From an optimization exercise on the open Yosys and OpenROAD flow, aimed at small area, a short achievable clock period and few clock cycles per item; shortcuts taken in it are not production practice.
Function not checked in this run: the RTL went through the layout flow alone.

$ cat design.v
module aes_sbox_top (
    input  wire [7:0] in,
    output wire [3:0] inv,
    output wire [3:0] tl       
);
    wire U0 = in[7], U1 = in[6], U2 = in[5], U3 = in[4];
    wire U4 = in[3], U5 = in[2], U6 = in[1], U7 = in[0];
    wire T1 = U0 ^ U3;
    wire T2 = U0 ^ U5;
    wire T3 = U0 ^ U6;
    wire T4 = U3 ^ U5;
    wire T5 = U4 ^ U6;
    wire T6 = T1 ^ T5;
    wire T7 = U1 ^ U2;
    wire T8 = U7 ^ T6;
    wire T9 = U7 ^ T7;
    wire T10 = T6 ^ T7;
    wire T11 = U1 ^ U5;
    wire T12 = U2 ^ U5;
    wire T13 = T3 ^ T4;
    wire T14 = T6 ^ T11;
    wire T15 = T5 ^ T11;
    wire T16 = T5 ^ T12;
    wire T17 = T9 ^ T16;
    wire T18 = U3 ^ U7;
    wire T19 = T7 ^ T18;
    wire T20 = T1 ^ T19;
    wire T21 = U6 ^ U7;
    wire T22 = T7 ^ T21;
    wire T23 = T2 ^ T22;
    wire T24 = T2 ^ T10;
    wire T25 = T20 ^ T17;
    wire T26 = T3 ^ T16;
    wire T27 = T1 ^ T12;
    wire M1 = T13 & T6;
    wire M2 = T23 & T8;
    wire M3 = T14 ^ M1;
    wire M4 = T19 & U7;
    wire M5 = M4 ^ M1;
    wire M6 = T3 & T16;
    wire M7 = T22 & T9;
    wire M8 = T26 ^ M6;
    wire M9 = T20 & T17;
    wire M10 = M9 ^ M6;
    wire M11 = T1 & T15;
    wire M12 = T4 & T27;
    wire M13 = M12 ^ M11;
    wire M14 = T2 & T10;
    wire M15 = M14 ^ M11;
    wire M16 = M3 ^ M2;
    wire M17 = M5 ^ T24;
    wire M18 = M8 ^ M7;
    wire M19 = M10 ^ M15;
    wire M20 = M16 ^ M13;
    wire M21 = M17 ^ M15;
    wire M22 = M18 ^ M13;
    wire M23 = M19 ^ T25;
    wire M24 = M22 ^ M23;
    wire M25 = M22 & M20;
    wire M26 = M21 ^ M25;
    wire M27 = M20 ^ M21;
    wire M28 = M23 ^ M25;
    wire M29 = M28 & M27;
    wire M30 = M26 & M24;
    wire M31 = M20 & M23;
    wire M32 = M27 & M31;
    wire M33 = M27 ^ M25;
    wire M34 = M21 & M22;
    wire M35 = M24 & M34;
    wire M36 = M24 ^ M25;
    wire M37 = M21 ^ M29;
    wire M38 = M32 ^ M33;
    wire M39 = M23 ^ M30;
    wire M40 = M35 ^ M36;
    assign inv = {M37, M38, M39, M40};
    assign tl  = {T8, T10, T17, T23};
endmodule
module aes_sbox_bot (
    input  wire [7:0] in,
    input  wire [3:0] inv,
    input  wire [3:0] tl,
    output wire [7:0] out
);
    wire U0 = in[7], U1 = in[6], U2 = in[5], U3 = in[4];
    wire U4 = in[3], U5 = in[2], U6 = in[1], U7 = in[0];
    wire T1 = U0 ^ U3;
    wire T2 = U0 ^ U5;
    wire T3 = U0 ^ U6;
    wire T4 = U3 ^ U5;
    wire T5 = U4 ^ U6;
    wire T6 = T1 ^ T5;
    wire T7 = U1 ^ U2;
    wire T8 = tl[3];
    wire T9 = U7 ^ T7;
    wire T10 = tl[2];
    wire T11 = U1 ^ U5;
    wire T12 = U2 ^ U5;
    wire T13 = T3 ^ T4;
    wire T15 = T5 ^ T11;
    wire T16 = T5 ^ T12;
    wire T17 = tl[1];
    wire T18 = U3 ^ U7;
    wire T19 = T7 ^ T18;
    wire T20 = (U0 ^ U7) ^ T7;
    wire T21 = U6 ^ U7;
    wire T22 = T7 ^ T21;
    wire T23 = tl[0];
    wire T27 = T1 ^ T12;
    wire M37 = inv[3], M38 = inv[2], M39 = inv[1], M40 = inv[0];
    wire M41 = M38 ^ M40;
    wire M42 = M37 ^ M39;
    wire M43 = M37 ^ M38;
    wire M44 = M39 ^ M40;
    wire M45 = M42 ^ M41;
    wire M46 = M44 & T6;
    wire M47 = M40 & T8;
    wire M48 = M39 & U7;
    wire M49 = M43 & T16;
    wire M50 = M38 & T9;
    wire M51 = M37 & T17;
    wire M52 = M42 & T15;
    wire M53 = M45 & T27;
    wire M54 = M41 & T10;
    wire M55 = M44 & T13;
    wire M56 = M40 & T23;
    wire M57 = M39 & T19;
    wire M58 = M43 & T3;
    wire M59 = M38 & T22;
    wire M60 = M37 & T20;
    wire M61 = M42 & T1;
    wire M62 = M45 & T4;
    wire M63 = M41 & T2;
    wire Q1 = M55 ^ M56;
    wire Q2 = M51 ^ M61;
    wire Q3 = M52 ^ M61;
    wire Q4 = M62 ^ Q2;
    wire Q5 = M58 ^ M59;
    wire Q6 = M47 ^ M50;
    wire Q7 = Q4 ^ Q5;
    wire Q8 = Q1 ^ Q6;
    wire Q9 = Q1 ^ Q3;
    wire Q10 = M54 ^ M63;
    wire Q11 = M48 ^ Q10;
    wire Q12 = M46 ^ M47;
    wire Q13 = Q11 ^ Q3;
    wire Q14 = M48 ^ Q4;
    wire Q15 = Q14 ^ Q8;
    wire Q16 = M48 ^ M46;
    wire Q17 = M49 ^ Q16;
    wire Q18 = Q17 ^ Q7;
    wire Q19 = M54 ^ M53;
    wire Q20 = M50 ^ Q19;
    wire Q21 = Q20 ^ Q7;
    wire Q22 = M56 ^ M48;
    wire Q23 = Q22 ^ M54;
    wire Q24 = M58 ^ M61;
    wire Q25 = M49 ^ M61;
    wire Q26 = M46 ^ M58;
    wire Q27 = M60 ^ Q26;
    wire Q28 = Q13 ^ Q27;
    wire Q29 = M46 ^ Q23;
    wire Q30 = M46 ^ M62;
    wire Q31 = Q25 ^ Q30;
    wire Q32 = Q31 ^ Q8;
    wire Q33 = M53 ^ M57;
    wire Q34 = M53 ^ M62;
    wire Q35 = Q12 ^ Q34;
    wire Q36 = Q35 ^ Q9;
    wire Q37 = M50 ^ M60;
    wire Q38 = M49 ^ M50;
    wire Q39 = Q34 ^ Q38;
    wire Q40 = Q39 ^ Q9;
    wire Q41 = M62 ^ Q24;
    wire Q42 = M49 ^ Q41;
    wire Q43 = Q37 ^ Q29;
    wire Q44 = Q33 ^ Q42;
    wire Q45 = Q43 ^ Q44;
    assign out[7] = Q40;
    assign out[6] = ~Q36;
    assign out[5] = ~Q28;
    assign out[4] = Q32;
    assign out[3] = Q15;
    assign out[2] = Q45;
    assign out[1] = ~Q21;
    assign out[0] = ~Q18;
endmodule
module aes_sbox (
    input  wire [7:0] in,
    output wire [7:0] out
);
    wire [3:0] inv, tl;
    aes_sbox_top u_top (.in(in), .inv(inv), .tl(tl));
    aes_sbox_bot u_bot (.in(in), .inv(inv), .tl(tl), .out(out));
endmodule
module aes_enc_core (
    input  wire         clk,
    input  wire         rst,         
    input  wire         in_valid,
    output wire         in_ready,
    input  wire         key_256,     
    input  wire [255:0] key,
    input  wire [127:0] block_in,
    output reg          out_valid,
    output wire [127:0] block_out
);
    genvar i;
    reg  [127:0] st1;
    reg  [255:0] k1;
    reg          busy1, mode1, last1;
    reg  [3:0]   round1;
    reg  [7:0]   rcon1;
    reg          ksel_w, ksel_rw, ksel_rh;
    reg  [255:0] m2;         
    reg  [63:0]  km2;        
    reg  [255:0] k2;
    reg          busy2, mode2, last2;
    reg  [3:0]   round2;
    reg  [7:0]   rcon2;
    reg  [127:0] out_q;
    reg          in_ready_q;
    assign block_out = out_q;
    assign in_ready = in_ready_q;
    wire load = in_ready;
    wire [127:0] ark = st1 ^ k1[255:128];
    wire [31:0]  kx_in = ({32{ksel_w}}  & k1[31:0])
                       | ({32{ksel_rw}} & {k1[23:0], k1[31:24]})
                       | ({32{ksel_rh}} & {k1[151:128], k1[159:152]});
    wire [63:0]  inv1, tl1;
    wire [15:0]  kinv1, ktl1;
    generate
        for (i = 0; i < 16; i = i + 1) begin : g_sbt
            aes_sbox_top u_t (.in(ark[127-8*i -: 8]), .inv(inv1[63-4*i -: 4]),
                             .tl(tl1[63-4*i -: 4]));
        end
        for (i = 0; i < 4; i = i + 1) begin : g_ksbt
            aes_sbox_top u_t (.in(kx_in[31-8*i -: 8]), .inv(kinv1[15-4*i -: 4]),
                             .tl(ktl1[15-4*i -: 4]));
        end
    endgenerate
    wire [127:0] sub;
    generate
        for (i = 0; i < 16; i = i + 1) begin : g_sbb
            aes_sbox_bot u_b (.in(m2[255-16*i -: 8]), .inv(m2[247-16*i -: 4]),
                              .tl(m2[243-16*i -: 4]), .out(sub[127-8*i -: 8]));
        end
    endgenerate
    wire [127:0] shifted;
    generate
        for (i = 0; i < 16; i = i + 1) begin : g_sr
            localparam integer R = i % 4;
            localparam integer C = i / 4;
            localparam integer SRC = ((C + R) % 4) * 4 + R;
            assign shifted[127-8*i -: 8] = sub[127-8*SRC -: 8];
        end
    endgenerate
    wire [127:0] mixed;
    generate
        for (i = 0; i < 4; i = i + 1) begin : g_mc
            wire [7:0] a0 = shifted[127-32*i -: 8];
            wire [7:0] a1 = shifted[119-32*i -: 8];
            wire [7:0] a2 = shifted[111-32*i -: 8];
            wire [7:0] a3 = shifted[103-32*i -: 8];
            wire [7:0] t  = a0 ^ a1 ^ a2 ^ a3;
            wire [7:0] d0 = a0 ^ a1;
            wire [7:0] d1 = a1 ^ a2;
            wire [7:0] d2 = a2 ^ a3;
            wire [7:0] d3 = a3 ^ a0;
            wire [7:0] x0 = {d0[6:0], 1'b0} ^ (d0[7] ? 8'h1b : 8'h00);
            wire [7:0] x1 = {d1[6:0], 1'b0} ^ (d1[7] ? 8'h1b : 8'h00);
            wire [7:0] x2 = {d2[6:0], 1'b0} ^ (d2[7] ? 8'h1b : 8'h00);
            wire [7:0] x3 = {d3[6:0], 1'b0} ^ (d3[7] ? 8'h1b : 8'h00);
            assign mixed[127-32*i -: 8] = a0 ^ t ^ x0;
            assign mixed[119-32*i -: 8] = a1 ^ t ^ x1;
            assign mixed[111-32*i -: 8] = a2 ^ t ^ x2;
            assign mixed[103-32*i -: 8] = a3 ^ t ^ x3;
        end
    endgenerate
    wire [31:0] kx_sub;
    generate
        for (i = 0; i < 4; i = i + 1) begin : g_ksbb
            aes_sbox_bot u_b (.in(km2[63-16*i -: 8]), .inv(km2[55-16*i -: 4]),
                              .tl(km2[51-16*i -: 4]), .out(kx_sub[31-8*i -: 8]));
        end
    endgenerate
    wire        kx_rot = !mode2 || round2[0];
    wire [31:0] b0 = k2[255:224] ^ {kx_rot ? rcon2 : 8'h00, 24'h0};
    wire [31:0] b1 = b0 ^ k2[223:192];
    wire [31:0] b2 = b1 ^ k2[191:160];
    wire [31:0] b3 = b2 ^ k2[159:128];
    wire [127:0] next_words = {b0, b1, b2, b3} ^ {4{kx_sub}};
    wire [127:0] tk_base = mode2 ? k2[127:0] : {b0, b1, b2, b3};
    wire [31:0]  tk_sub  = mode2 ? 32'h0 : kx_sub;
    always @(posedge clk) begin
        for (integer b = 0; b < 16; b = b + 1)
            m2[255-16*b -: 16] <= {ark[127-8*b -: 8], inv1[63-4*b -: 4], tl1[63-4*b -: 4]};
        for (integer b = 0; b < 4; b = b + 1)
            km2[63-16*b -: 16] <= {kx_in[31-8*b -: 8], kinv1[15-4*b -: 4], ktl1[15-4*b -: 4]};
        k2     <= k1;
        mode2  <= mode1;
        round2 <= round1;
        last2  <= last1;
        rcon2  <= rcon1;
        out_q <= (shifted ^ tk_base) ^ {4{tk_sub}};
        if (load) begin
            st1    <= block_in;
            k1     <= key;
            mode1  <= key_256;
            round1 <= 4'd1;
            last1  <= 1'b0;
            rcon1  <= 8'h01;
            ksel_w  <= 1'b0;
            ksel_rw <= key_256;
            ksel_rh <= !key_256;
        end else begin
            st1    <= mixed;
            k1     <= {mode2 ? k2[127:0] : next_words, next_words};
            mode1  <= mode2;
            round1 <= round2 + 4'd1;
            last1  <= (round2 == (mode2 ? 4'd13 : 4'd9));
            rcon1  <= kx_rot ? ({rcon2[6:0], 1'b0} ^ (rcon2[7] ? 8'h1b : 8'h00)) : rcon2;
            ksel_w  <= mode2 && round2[0];
            ksel_rw <= mode2 && !round2[0];
            ksel_rh <= !mode2;
        end
    end
    always @(posedge clk) begin
        if (rst) begin
            busy1     <= 1'b0;
            busy2     <= 1'b0;
            out_valid <= 1'b0;
            in_ready_q <= 1'b1;
        end else begin
            busy2     <= busy1;
            busy1     <= load ? in_valid : (busy2 && !last2);
            out_valid <= busy2 && last2;
            in_ready_q <= (!busy1 || last1) &&
                          (load ? (!in_valid || !key_256)
                                : (!busy2 || last2 || !mode2 || round2 >= 4'd4));
        end
    end
endmodule
$ cat flow/run.sh
#!/bin/bash
set -euo pipefail
rm -rf scripts
cp -r "$FLOW_HOME/scripts" scripts
cat > scripts/abc_speed.script <<'EOT'
&get -n
&st
&dch
&nf
&put
topo
stime -c
buffer -c
upsize -c
dnsize -c
EOT
bash standard.sh SCRIPTS_DIR="$PWD/scripts" SETUP_SLACK_MARGIN=5.6 \
  "BUFFER_PORTS_ARGS=-buffer_cell sky130_fd_sc_hd__buf_1" \
  "CTS_ARGS=-sink_clustering_enable -repair_clock_nets -dont_use_dummy_load -sink_clustering_size 24 -sink_clustering_max_diameter 120" finish > standard.log 2>&1
$ cat standard.sh
#!/bin/bash
# synth_recipe.tcl (not shown) runs the flow's synth.tcl, then flattens the netlist and writes it again
# the make line also repeats each setting of config.mk as NAME=value (left out here)
make -C /OpenROAD-flow-scripts/flow DESIGN_CONFIG=/design/flow/config.mk WORK_HOME=/design/flow/orfs CLKGATE_MAP_FILE= SYNTH_SCRIPT=/design/flow/synth_recipe.tcl "${@:-finish}"
$ cat config.mk
export PLATFORM = sky130hd
export DESIGN_NAME = aes_enc_core
export DESIGN_NICKNAME = aes_enc_core
export VERILOG_FILES = /design/flow/design.v
export SDC_FILE = /design/flow/constraint.sdc
export NUM_CORES = 8
export LEC_CHECK = 0
export CAP_MARGIN = 20
export CORE_MARGIN = 2
export CORE_UTILIZATION = 60
export PLACE_DENSITY = 0.7
export SETUP_SLACK_MARGIN = 5
export SLEW_MARGIN = 20
$ cat constraint.sdc
create_clock -name core_clock -period 9.0 [get_ports {clk}]
set_input_delay 1.8000 -clock core_clock [delete_from_list [all_inputs] [get_ports {clk}]]
set_output_delay 1.8000 -clock core_clock [all_outputs]
set_load 0.01 [all_outputs]
==> results.json <==
{
  "outcome": "finished clean",
  "routabilityCongestion": 1.02,
  "synthAdderAreaFrac_pct": 0.858,
  "cp.arrival_ps": 3990,
  "clockBufferDepth": 3,
  "syn_inst": 6463,
  "max_cap_violations": 0,
  "tns_ps": 0,
  "fin_skew_ps": 33.9,
  "maxSlewHeadroom_pct": 21.7,
  "cts_root_buf": "clkbuf_16",
  "hold_buffers": 0,
  "drtIter0Drc": 4543,
  "grt_pass1_wl_um": 287000,
  "drive_gt1_share_pct": 6.73,
  "synthSimpleGateAreaFrac_pct": 8.33,
  "ys_types": 53,
  "hold_depth": 0,
  "dieArea_mm2": 0.105,
  "yosysWarnings": 1,
  "vias": 45800,
  "crit_fanout": 40,
  "grt_max_degree": 205,
  "core-area_mm2": 0.101,
  "overflow": 0,
  "via_per_inst": 5.45,
  "io_buffers": 517,
  "synth-edff-count": 0,
  "slew_violations": 0,
  "syn_nets": 6893,
  "cts_tree": "done",
  "rsz0062_at_grt": "true",
  "synthMuxAreaShare_pct": 1.15,
  "setup_viol": 0,
  "routed_wl_um": 204000,
  "hpwl_um": 164000,
  "htreeDepth": 2,
  "avgSynthCellArea_um2": 9.48,
  "area_delta_synth_final_pct": 12.4,
  "tightestPinTransition_ps": 1170,
  "synth-compound-area-share_pct": 7.11,
  "hold_path.class": "reg2reg",
  "crit_path_end_kind": "flip-flop",
  "die_x_um": 323,
  "post-route-period-util_pct": 38.0,
  "yosys_most_used_dff": "dfxtp_1",
  "rows": 117,
  "grt_pass1_vias": 43600,
  "async_flop_share_pct": 0,
  "synth_top_family_by_area": "XOR/XNOR gates",
  "clock_latency_ps": 700,
  "start_kind": "flip-flop",
  "wl_per_cell_um": 24.3,
  "period_minus_slack_ps": 3420,
  "antenna_found_initial": 6,
  "clock-sinks": 1123,
  "max_freq_mhz": 292,
  "dr.pass1.iters": 11,
  "cts_buffers": 52,
  "hold_viol_final": 0,
  "critical_path_class": "reg2reg",
  "grt.total_usage_pct": 37.8,
  "pin_count": 518,
  "netlist_area_mm2": 0.0612,
  "synth-seq-cells": 1123,
  "synth_xor_area_share_pct": 44.1,
  "clk_pin_slew_ps": 100,
  "r2r_cells": 6,
  "start_util_pct": 60.4,
  "required_ps": 9560,
  "die_h_um": 323,
  "yosysSeqAreaShare_pct": 36.7,
  "antenna_left": 0,
  "drc_errors": 0,
  "fin_nets": 7474
}
[critical path, cell delays in order, from the launching register on]
cell     delay, ps
dfxtp_4        550
buf_4          520
buf_4          540
buf_4          730
o21ai_0        490
xnor2_1        250
xnor2_1        150
[flip-flops by register name, indices dropped and copies added, names as in the netlist, 4 cells and up]
signal	cells
round2	4
m2	256
rcon1	8
round1	4
rcon2	8
k1	256
out_q	128
k2	256
km2	64
st1	128
[area by class of cell]
type,count,area (um2)
multi-input cells,5053,39600
fillers,8453,32600
flip-flops and latches,1123,22500
repair buffers,681,3250
well taps,1368,1710
clock buffers,52,1300
inverters,133,507
diodes,2,5.00
[kinds of logic (layout without fill, tap and decap cells)]
kind of cell	after synthesis	in the layout
adders and majority gates	42	42
xor gates and xnor gates	2943	2943
and+or+nand+nor	1260	1260
other	0	2
DFF	1123	1123
buffers and inverters	287	866
muxes	70	70
AOI/OAI and AO/OA	738	738
[routing by layer]
metal  GRT usage [%]  routed length [um]  share of wire [%]  vias to the layer above
met5               0                  34              0.017                        -
met4            20.5               12800                6.3                        4
met3            5.15               15400                7.5                      414
met2            58.2               89200                 44                     1875
met1            51.3               86600                 42                    22000
li1                -                   -                  -                    21500
[path summary, 6_finish.rpt]
check | to | startpoint | slack, ps
hold reg to reg | k2[64] | k1[64] | 320
setup / recovery | out_q[65] | mode2 | 5580
hold / removal | k2[64] | k1[64] | 320
setup reg to reg | out_q[65] | mode2 | 5580
[metrics by stage]
step	std cells	setup WS, ps	util, %	hold WS, ps	area, um2
2_1_floorplan	6463	5620	-	310	61200
3_3_place_gp	8288	5100	64.2	310	65100
3_5_place_dp	8289	5060	64.2	312	65200
4_1_cts	8379	5570	66.4	316	67400
5_1_grt	8412	5530	67.9	323	68900
6_report	8412	5580	67.9	317	68900
[Yosys cell counts (all sizes together) (6+ instances only)]
master	n	area, um2
a21boi	21	158
o21ai	367	1840
nor2b	16	100
dfxtp	1123	22500
xnor2	2049	18000
o211ai	6	45.0
o22ai	40	250
and2	18	113
a211oi	13	97.6
a21oi	122	611
buf	16	77.6
xor2	813	7130
a222oi	32	320
xnor3	56	1260
nand2	657	2470
inv	133	499
nand2b	102	646
xor3	25	594
a21o	101	758
a31oi	11	68.8
ha	42	526
mux2i	67	671
nor2	454	1700
clkbuf	138	518
or2	6	37.5
[placed cells by master, fill, tap and decap left out, types with 5 or more instances in the layout]
| cell type | count |
|---|---|
| dfxtp_1 | 1116 |
| a21oi_1 | 122 |
| mux2i_1 | 66 |
| inv_1 | 132 |
| o211ai_1 | 6 |
| xnor2_2 | 119 |
| xor2_4 | 10 |
| dfxtp_4 | 5 |
| a222oi_1 | 32 |
| and2_1 | 14 |
| nor2_2 | 24 |
| nand2_1 | 657 |
| a31oi_1 | 11 |
| o21ai_0 | 345 |
| xnor3_1 | 51 |
| nand2b_1 | 100 |
| nor2b_1 | 14 |
| a21o_1 | 101 |
| a211oi_1 | 13 |
| clkbuf_16 | 53 |
| xor2_1 | 749 |
| xnor2_4 | 21 |
| xor3_1 | 25 |
| buf_1 | 517 |
| xor2_2 | 54 |
| buf_4 | 157 |
| a21boi_0 | 21 |
| o21ai_1 | 22 |
| xnor3_2 | 5 |
| o22ai_1 | 40 |
| nor2_1 | 426 |
| ha_1 | 42 |
| xnor2_1 | 1909 |
[repair_timing]
action / 4_1_cts / 5_1_grt
endpoints found under the hold margin: 0 / 0
buffers inserted: 38 / 31
gates cloned: 0 / 0
resized for setup: 85 / 177
setup endpoints to repair: 155 / 202
pin swaps: 21 / 19

## re-timing with driven ports
How much do the figures lean on ideal ports? The routed layout below was timed once more, with nothing changed but the port constraints.
Step 1: set_driving_cell puts a clkbuf_16 on clk and a buf_2 on each other input, an assumption about the parent block.
Step 2, shift: input delay + t, output delay - t, t = (earliest + latest rising clock arrival at the registers) / 2. This alone moves slack from input paths to output paths.
Slacks: no drivers / after step 1 / after step 2; pairs: no drivers / after step 1.
t, ns: 0.753
setup WS [ns]: 5.579 / 5.579 / 5.579
hold WS [ns]: 0.317 / 0.317 / 0.317
worst setup path after step 2: register to register
After both steps setup and hold are still met in this run. For this run, drivers alone change the setup slack by 0.000 ns; drivers and shift together by 0.000 ns.
